This design comes from an exercise in tuning for small area, a short achievable clock period and few clock cycles per item on the open sky130 flow, not from production work.
In this exercise RTL edits were held to simulation tests only and were not proved equivalent to the original.

==> trial 50: inputs <==
// filt_engine
module filt_engine (
    input  wire        clk,
    input  wire        rst,
    input  wire        cfg_we,
    input  wire [4:0]  cfg_addr,
    input  wire [31:0] cfg_data,
    input  wire        in_valid,
    output wire        in_ready,
    input  wire [23:0] in_x,
    input  wire        in_missing,
    input  wire        in_last,
    output reg         out_valid,
    output wire [31:0] out_y,
    output wire [31:0] out_peak,
    output wire        out_gap
);
    localparam [31:0] ONE  = 32'h3F80_0000;
    localparam [31:0] NZER = 32'h8000_0000;
    reg [31:0] cb0 [0:3];
    reg [31:0] cb1 [0:3];
    reg [31:0] cb2 [0:3];
    reg [31:0] ca1 [0:3];
    reg [31:0] ca2 [0:3];
    reg [31:0] scale_r;
    reg [31:0] offset_r;
    reg [2:0]  nbq_r;
    reg [10:0] dec_r;
    reg        we_r;
    reg [4:0]  wa_r;
    reg [31:0] wd_r;
    always @(posedge clk) begin
        we_r <= cfg_we;
        wa_r <= cfg_addr;
        wd_r <= cfg_data;
    end
    integer k;
    always @(posedge clk) begin
        if (we_r) begin
            for (k = 0; k < 4; k = k + 1) begin
                if (wa_r == 5*k + 0) cb0[k] <= wd_r;
                if (wa_r == 5*k + 1) cb1[k] <= wd_r;
                if (wa_r == 5*k + 2) cb2[k] <= wd_r;
                if (wa_r == 5*k + 3) ca1[k] <= {~wd_r[31], wd_r[30:0]};
                if (wa_r == 5*k + 4) ca2[k] <= {~wd_r[31], wd_r[30:0]};
            end
            if (wa_r == 5'd20) scale_r  <= wd_r;
            if (wa_r == 5'd21) offset_r <= wd_r;
  ...
clock: 40.0 ns
lec_check: 0
cap_margin: 20
core_margin: 2
core_utilization: 50
slew_margin: 20
run.sh (not shown) runs the stock make flow with config.mk's settings and CLKGATE_MAP_FILE= SYNTH_SCRIPT=/design/flow/synth_recipe.tcl, a recipe that flattens the netlist after the stock synthesis.
==> trial 59: changes against trial 50 <==
--- a/flow/design.v
+++ b/flow/design.v
@@ -1,60 +1,65 @@
 module filt_fma (
     input  wire        clk,
     input  wire [31:0] a,
     input  wire [31:0] b,
     input  wire [31:0] c,
     output reg  [31:0] r
 );
     wire        pz1  = (a[30:23] == 8'd0) | (b[30:23] == 8'd0);
-    wire [47:0] prod1 = {1'b1, a[22:0]} * {1'b1, b[22:0]};
+    wire [47:0] prod1;
+    filt_mul24 mul (.af(a[22:0]), .bf(b[22:0]), .p(prod1));
     wire [9:0]  pe1  = {2'b0, a[30:23]} + {2'b0, b[30:23]} - 10'd127;
-    reg  [47:0] q_prod;
-    reg  [9:0]  q_pe;
-    reg         q_sp, q_pz;
+    reg  [51:0] q_pf;
+    reg  [9:0]  q_pe0, q_pe1;
+    reg         q_p47, q_sp, q_pz;
+    wire [9:0]  q_pe = q_p47 ? q_pe1 : q_pe0;
     always @(posedge clk) begin
-        q_prod <= prod1;
-        q_pe   <= pe1;
+        q_pf   <= prod1[47] ? {2'b00, prod1, 2'b00} : {1'b0, prod1, 3'b000};
+        q_p47  <= prod1[47];
+        q_pe0  <= pe1;
+        q_pe1  <= pe1 + 10'd1;
         q_sp   <= a[31] ^ b[31];
         q_pz   <= pz1;
     end
     wire        sc  = c[31];
     wire        cz  = (c[30:23] == 8'd0);
     wire [9:0]  ce  = {2'b0, c[30:23]};
     wire [9:0]  dpc = q_pe - ce;
     wire [9:0]  dcp = ce - q_pe;
-    wire        pbig = ~q_pz & (cz | ~dpc[9]);
-    wire [51:0] pfield = {1'b0, q_prod, 3'b000};
     wire [51:0] cfield = {2'b00, 1'b1, c[22:0], 26'd0};
-    wire [51:0] big   = pbig ? pfield : ((q_pz & cz) ? 52'd0 : cfield);
-    wire [51:0] smll = (q_pz | cz) ? 52'd0 : (pbig ? cfield : pfield);
+    wire        deq  = (dpc == 10'd0);
+    wire        pge  = (q_pf >= cfield);
+    wire        pbig = ~q_pz & (cz | (~dpc[9] & ~deq) | (deq & pge));
+    wire [51:0] big   = pbig ? q_pf : ((q_pz & cz) ? 52'd0 : cfield);
+    wire [51:0] smll = (q_pz | cz) ? 52'd0 : (pbig ? cfield : q_pf);
     wire        sbig  = pbig ? q_sp : sc;
     wire        ssml  = pbig ? sc : q_sp;
     wire [9:0]  ebig  = pbig ? q_pe : ce;
     wire [9:0]  diff  = pbig ? dpc : dcp;
     wire [5:0]  sh    = (diff[9:6] != 4'd0) ? 6'd63 : diff[5:0];
     wire [51:0] al     = smll >> sh;
     wire [51:0] lomask = ~({52{1'b1}} << sh);
     wire        sticky = |(smll & lomask);
     wire [51:0] als    = {al[51:1], al[0] | sticky};
     wire        sub    = sbig ^ ssml;
-    wire [52:0] sum2   = {1'b0, big} + ({1'b0, als} ^ {53{sub}}) + {52'd0, sub};
-    reg  [52:0] q_sum;
-    reg         q_neg, q_sbig, q_zs;
+    wire [50:0] sum2;
+    filt_add51 add (.a(big[50:0]), .b(als[50:0] ^ {51{sub}}), .ci(sub), .s(sum2));
+    reg  [50:0] q_sum;
+    reg         q_sbig, q_zs;
     reg  [9:0]  q_eb;
     always @(posedge clk) begin
         q_sum  <= sum2;
-        q_neg  <= sub & sum2[52];
         q_sbig <= sbig;
         q_eb   <= ebig;
         q_zs   <= q_pz & cz & q_sp & sc;
     end
-    wire [52:0] mag  = q_neg ? (~q_sum + 53'd1) : q_sum;
-    wire        sres = q_sbig ^ q_neg;
+    wire [52:0] mag  = {2'b00, q_sum};
+    wire        sres = q_sbig;
     reg  [5:0]  lz;
     integer     i;
     always @* begin
         lz = 6'd53;
         for (i = 0; i <= 52; i = i + 1)
             if (mag[i]) lz = 6'd52 - i[5:0];
     end
     wire [52:0]        norm   = mag << lz;
@@ -73,16 +78,73 @@
         else if (er == 12'sd0)
             r = (mant == 24'hFFFFFF) ? {sres, 8'd1, 23'd0} : {sres, 31'd0};
         else if (ef >= 12'sd255)
             r = {sres, 8'hFE, 23'h7FFFFF};
         else
             r = {sres, ef[7:0], mant_r[24] ? 23'd0 : mant_r[22:0]};
     end
 endmodule
+module filt_mul24 (
+    input  wire [22:0] af,
+    input  wire [22:0] bf,
+    output wire [47:0] p
+);
+    wire [23:0] a  = {1'b1, af};          
+    wire [26:0] bx = {3'b001, bf, 1'b0};  
+    reg  [47:0] rows [0:12];
+    reg  [47:0] nrow;
+    reg  [24:0] mag;
+    reg  [24:0] pp;
+    reg         sg, db, ng;
+    integer i;
+    always @* begin
+        nrow = 48'd0;
+        for (i = 0; i < 13; i = i + 1) begin
+            sg  = bx[2*i+1] ^ bx[2*i];
+            db  = (bx[2*i+2] & ~bx[2*i+1] & ~bx[2*i]) | (~bx[2*i+2] & bx[2*i+1] & bx[2*i]);
+            ng  = bx[2*i+2] & ~(bx[2*i+1] & bx[2*i]);
+            mag = ({25{sg}} & {1'b0, a}) | ({25{db}} & {a, 1'b0});
+            pp  = mag ^ {25{ng}};
+            if (i == 0)
+                rows[i] = {20'd0, ~ng, ng, ng, pp};
+            else
+                rows[i] = {21'd0, 1'b1, ~ng, pp} << (2*i);
+            nrow = nrow | ({47'd0, ng} << (2*i));
+        end
+    end
+    function [95:0] csa;
+        input [47:0] x, y, z;
+        begin
+            csa[47:0]  = x ^ y ^ z;
+            csa[95:48] = {(x[46:0] & y[46:0]) | (x[46:0] & z[46:0]) | (y[46:0] & z[46:0]), 1'b0};
+        end
+    endfunction
+    wire [95:0] l1a = csa(rows[0],  rows[1],  rows[2]);
+    wire [95:0] l1b = csa(rows[3],  rows[4],  rows[5]);
+    wire [95:0] l1c = csa(rows[6],  rows[7],  rows[8]);
+    wire [95:0] l1d = csa(rows[9],  rows[10], rows[11]);
+    wire [95:0] l2a = csa(l1a[47:0], l1a[95:48], l1b[47:0]);
+    wire [95:0] l2b = csa(l1b[95:48], l1c[47:0], l1c[95:48]);
+    wire [95:0] l2c = csa(l1d[47:0], l1d[95:48], rows[12]);
+    wire [95:0] l3a = csa(l2a[47:0], l2a[95:48], l2b[47:0]);
+    wire [95:0] l3b = csa(l2b[95:48], l2c[47:0], l2c[95:48]);
+    wire [95:0] l4a = csa(l3a[47:0], l3a[95:48], l3b[47:0]);
+    wire [95:0] l5a = csa(l4a[47:0], l4a[95:48], l3b[95:48]);
+    wire [95:0] l6a = csa(l5a[47:0], l5a[95:48], nrow);
+    assign p = l6a[47:0] + l6a[95:48];
+endmodule
+module filt_add51 (
+    input  wire [50:0] a,
+    input  wire [50:0] b,
+    input  wire        ci,
+    output wire [50:0] s
+);
+    assign s = a + b + {50'd0, ci};
+endmodule
 module filt_engine (
     input  wire        clk,
     input  wire        rst,
     input  wire        cfg_we,
     input  wire [4:0]  cfg_addr,
     input  wire [31:0] cfg_data,
     input  wire        in_valid,
     output wire        in_ready,
@@ -245,18 +307,17 @@
             filt_fma fma (.clk(clk), .a(opa[j]), .b(opb[j]), .c(opc[j]), .r(res[j]));
         end
     endgenerate
     reg [31:0] out_r;
     reg [31:0] pk;
     reg        gap;
     reg        clr;      
     reg [10:0] dc;
-    wire [31:0] xo      = opb[3];
-    wire [31:0] ax      = {1'b0, xo[30:0]};
+    wire [31:0] ax      = {1'b0, opb[3][30:0]};
     wire [31:0] pkc     = clr ? 32'd0 : pk;
     wire [10:0] dc_inc  = dc + 11'd1;
     wire        dec_hit = (dc_inc == dec_r);
     wire        eos     = ph[0] & tgC[2];
     always @(posedge clk) begin
         if (rst | rst_r)
             out_valid <= 1'b0;
         else
@@ -266,16 +327,16 @@
             dc        <= 11'd0;
             clr       <= 1'b1;
         end else begin
             if (eos) begin
                 pk  <= (ax > pkc) ? ax : pkc;
                 gap <= (~clr & gap) | tgC[0];
                 clr <= tgC[1];
                 dc  <= dec_hit ? 11'd0 : dc_inc;
-                if (dec_hit) out_r <= xo;
+                if (dec_hit) out_r <= opb[3];
             end
         end
     end
     assign out_y    = out_r;
     assign out_peak = pk;
     assign out_gap  = gap;
 endmodule
CORE_UTILIZATION = 45   (was 50)
SYNTH_HIERARCHICAL = 1   (was default)
==> trial 67: changes against trial 50 <==
--- a/flow/design.v
+++ b/flow/design.v
@@ -1,60 +1,65 @@
 module filt_fma (
     input  wire        clk,
     input  wire [31:0] a,
     input  wire [31:0] b,
     input  wire [31:0] c,
     output reg  [31:0] r
 );
     wire        pz1  = (a[30:23] == 8'd0) | (b[30:23] == 8'd0);
-    wire [47:0] prod1 = {1'b1, a[22:0]} * {1'b1, b[22:0]};
+    wire [47:0] prod1;
+    filt_mul24 mul (.af(a[22:0]), .bf(b[22:0]), .p(prod1));
     wire [9:0]  pe1  = {2'b0, a[30:23]} + {2'b0, b[30:23]} - 10'd127;
-    reg  [47:0] q_prod;
-    reg  [9:0]  q_pe;
-    reg         q_sp, q_pz;
+    reg  [51:0] q_pf;
+    reg  [9:0]  q_pe0, q_pe1;
+    reg         q_p47, q_sp, q_pz;
+    wire [9:0]  q_pe = q_p47 ? q_pe1 : q_pe0;
     always @(posedge clk) begin
-        q_prod <= prod1;
-        q_pe   <= pe1;
+        q_pf   <= prod1[47] ? {2'b00, prod1, 2'b00} : {1'b0, prod1, 3'b000};
+        q_p47  <= prod1[47];
+        q_pe0  <= pe1;
+        q_pe1  <= pe1 + 10'd1;
         q_sp   <= a[31] ^ b[31];
         q_pz   <= pz1;
     end
     wire        sc  = c[31];
     wire        cz  = (c[30:23] == 8'd0);
     wire [9:0]  ce  = {2'b0, c[30:23]};
     wire [9:0]  dpc = q_pe - ce;
     wire [9:0]  dcp = ce - q_pe;
-    wire        pbig = ~q_pz & (cz | ~dpc[9]);
-    wire [51:0] pfield = {1'b0, q_prod, 3'b000};
     wire [51:0] cfield = {2'b00, 1'b1, c[22:0], 26'd0};
-    wire [51:0] big   = pbig ? pfield : ((q_pz & cz) ? 52'd0 : cfield);
-    wire [51:0] smll = (q_pz | cz) ? 52'd0 : (pbig ? cfield : pfield);
+    wire        deq  = (dpc == 10'd0);
+    wire        pge  = (q_pf >= cfield);
+    wire        pbig = ~q_pz & (cz | (~dpc[9] & ~deq) | (deq & pge));
+    wire [51:0] big   = pbig ? q_pf : ((q_pz & cz) ? 52'd0 : cfield);
+    wire [51:0] smll = (q_pz | cz) ? 52'd0 : (pbig ? cfield : q_pf);
     wire        sbig  = pbig ? q_sp : sc;
     wire        ssml  = pbig ? sc : q_sp;
     wire [9:0]  ebig  = pbig ? q_pe : ce;
     wire [9:0]  diff  = pbig ? dpc : dcp;
     wire [5:0]  sh    = (diff[9:6] != 4'd0) ? 6'd63 : diff[5:0];
     wire [51:0] al     = smll >> sh;
     wire [51:0] lomask = ~({52{1'b1}} << sh);
     wire        sticky = |(smll & lomask);
     wire [51:0] als    = {al[51:1], al[0] | sticky};
     wire        sub    = sbig ^ ssml;
-    wire [52:0] sum2   = {1'b0, big} + ({1'b0, als} ^ {53{sub}}) + {52'd0, sub};
-    reg  [52:0] q_sum;
-    reg         q_neg, q_sbig, q_zs;
+    wire [50:0] sum2;
+    filt_add51 add (.a(big[50:0]), .b(als[50:0] ^ {51{sub}}), .ci(sub), .s(sum2));
+    reg  [50:0] q_sum;
+    reg         q_sbig, q_zs;
     reg  [9:0]  q_eb;
     always @(posedge clk) begin
         q_sum  <= sum2;
-        q_neg  <= sub & sum2[52];
         q_sbig <= sbig;
         q_eb   <= ebig;
         q_zs   <= q_pz & cz & q_sp & sc;
     end
-    wire [52:0] mag  = q_neg ? (~q_sum + 53'd1) : q_sum;
-    wire        sres = q_sbig ^ q_neg;
+    wire [52:0] mag  = {2'b00, q_sum};
+    wire        sres = q_sbig;
     reg  [5:0]  lz;
     integer     i;
     always @* begin
         lz = 6'd53;
         for (i = 0; i <= 52; i = i + 1)
             if (mag[i]) lz = 6'd52 - i[5:0];
     end
     wire [52:0]        norm   = mag << lz;
@@ -73,16 +78,73 @@
         else if (er == 12'sd0)
             r = (mant == 24'hFFFFFF) ? {sres, 8'd1, 23'd0} : {sres, 31'd0};
         else if (ef >= 12'sd255)
             r = {sres, 8'hFE, 23'h7FFFFF};
         else
             r = {sres, ef[7:0], mant_r[24] ? 23'd0 : mant_r[22:0]};
     end
 endmodule
+module filt_mul24 (
+    input  wire [22:0] af,
+    input  wire [22:0] bf,
+    output wire [47:0] p
+);
+    wire [23:0] a  = {1'b1, af};          
+    wire [26:0] bx = {3'b001, bf, 1'b0};  
+    reg  [47:0] rows [0:12];
+    reg  [47:0] nrow;
+    reg  [24:0] mag;
+    reg  [24:0] pp;
+    reg         sg, db, ng;
+    integer i;
+    always @* begin
+        nrow = 48'd0;
+        for (i = 0; i < 13; i = i + 1) begin
+            sg  = bx[2*i+1] ^ bx[2*i];
+            db  = (bx[2*i+2] & ~bx[2*i+1] & ~bx[2*i]) | (~bx[2*i+2] & bx[2*i+1] & bx[2*i]);
+            ng  = bx[2*i+2] & ~(bx[2*i+1] & bx[2*i]);
+            mag = ({25{sg}} & {1'b0, a}) | ({25{db}} & {a, 1'b0});
+            pp  = mag ^ {25{ng}};
+            if (i == 0)
+                rows[i] = {20'd0, ~ng, ng, ng, pp};
+            else
+                rows[i] = {21'd0, 1'b1, ~ng, pp} << (2*i);
+            nrow = nrow | ({47'd0, ng} << (2*i));
+        end
+    end
+    function [95:0] csa;
+        input [47:0] x, y, z;
+        begin
+            csa[47:0]  = x ^ y ^ z;
+            csa[95:48] = {(x[46:0] & y[46:0]) | (x[46:0] & z[46:0]) | (y[46:0] & z[46:0]), 1'b0};
+        end
+    endfunction
+    wire [95:0] l1a = csa(rows[0],  rows[1],  rows[2]);
+    wire [95:0] l1b = csa(rows[3],  rows[4],  rows[5]);
+    wire [95:0] l1c = csa(rows[6],  rows[7],  rows[8]);
+    wire [95:0] l1d = csa(rows[9],  rows[10], rows[11]);
+    wire [95:0] l2a = csa(l1a[47:0], l1a[95:48], l1b[47:0]);
+    wire [95:0] l2b = csa(l1b[95:48], l1c[47:0], l1c[95:48]);
+    wire [95:0] l2c = csa(l1d[47:0], l1d[95:48], rows[12]);
+    wire [95:0] l3a = csa(l2a[47:0], l2a[95:48], l2b[47:0]);
+    wire [95:0] l3b = csa(l2b[95:48], l2c[47:0], l2c[95:48]);
+    wire [95:0] l4a = csa(l3a[47:0], l3a[95:48], l3b[47:0]);
+    wire [95:0] l5a = csa(l4a[47:0], l4a[95:48], l3b[95:48]);
+    wire [95:0] l6a = csa(l5a[47:0], l5a[95:48], nrow);
+    assign p = l6a[47:0] + l6a[95:48];
+endmodule
+module filt_add51 (
+    input  wire [50:0] a,
+    input  wire [50:0] b,
+    input  wire        ci,
+    output wire [50:0] s
+);
+    assign s = a + b + {50'd0, ci};
+endmodule
 module filt_engine (
     input  wire        clk,
     input  wire        rst,
     input  wire        cfg_we,
     input  wire [4:0]  cfg_addr,
     input  wire [31:0] cfg_data,
     input  wire        in_valid,
     output wire        in_ready,
@@ -245,18 +307,17 @@
             filt_fma fma (.clk(clk), .a(opa[j]), .b(opb[j]), .c(opc[j]), .r(res[j]));
         end
     endgenerate
     reg [31:0] out_r;
     reg [31:0] pk;
     reg        gap;
     reg        clr;      
     reg [10:0] dc;
-    wire [31:0] xo      = opb[3];
-    wire [31:0] ax      = {1'b0, xo[30:0]};
+    wire [31:0] ax      = {1'b0, opb[3][30:0]};
     wire [31:0] pkc     = clr ? 32'd0 : pk;
     wire [10:0] dc_inc  = dc + 11'd1;
     wire        dec_hit = (dc_inc == dec_r);
     wire        eos     = ph[0] & tgC[2];
     always @(posedge clk) begin
         if (rst | rst_r)
             out_valid <= 1'b0;
         else
@@ -266,16 +327,16 @@
             dc        <= 11'd0;
             clr       <= 1'b1;
         end else begin
             if (eos) begin
                 pk  <= (ax > pkc) ? ax : pkc;
                 gap <= (~clr & gap) | tgC[0];
                 clr <= tgC[1];
                 dc  <= dec_hit ? 11'd0 : dc_inc;
-                if (dec_hit) out_r <= xo;
+                if (dec_hit) out_r <= opb[3];
             end
         end
     end
     assign out_y    = out_r;
     assign out_peak = pk;
     assign out_gap  = gap;
 endmodule
CORE_UTILIZATION = 45   (was 50)
CTS_CLUSTER_DIAMETER = 100   (was default)
CTS_CLUSTER_SIZE = 20   (was default)
SYNTH_HIERARCHICAL = 1   (was default)
==> summary of the runs <==
Final cell count: trial 67 < trial 59 < trial 50.
The lowest utilization belongs to trial 67, the highest to trial 50.
Of trial 59 and trial 67, trial 59 has the higher clock skew (gap 0.068 ns).
Hold slack: trial 67 > trial 59 > trial 50.
Of trial 67 and trial 50, trial 50 has the higher final area (gap about 4%, measured against trial 50).
Against trial 67, the critical path depth of trial 59 is lower by 31.
Testbench counts of trial 50, summed over its fixed seeds: cycles 12,421, items 2,048.
Testbench counts of trial 59, summed over its fixed seeds: cycles 12,421, items 2,048.
Testbench counts of trial 67, summed over its fixed seeds: cycles 12,421, items 2,048.

port drivers added, routing unchanged:
The results above use ideal ports. As a check the final layouts listed here were re-extracted and re-timed, cells and wires unchanged. Step 1 sets driving cells, clkbuf_16 on the clock port and buf_2 on the other inputs (assumed; they add their load-dependent delay and slew). Step 2 times the ports against the registers' clock, not the clock port: input delays grow and output delays shrink by t, the midpoint of the rising clock arrivals with the driver on. Three values: ideal ports, drivers, drivers and shift; two values: the first two.
run | shift t [ns] | slack for setup (ns) | hold slack, ns | worst setup path after step 2 | cell pins on the clock port's net
trial 50 | 1.051 | 28.414 / 28.414 / 28.414 | 0.390 / 0.390 / 0.390 | register to register | 1
trial 59 | 1.059 | 29.996 / 29.865 / 30.138 | 0.406 / 0.406 / 0.406 | register to register | 1
trial 67 | 1.002 | 30.078 / 29.983 / 30.078 | 0.438 / 0.438 / 0.438 | register to register | 1
After both steps setup and hold are still met in every run listed.
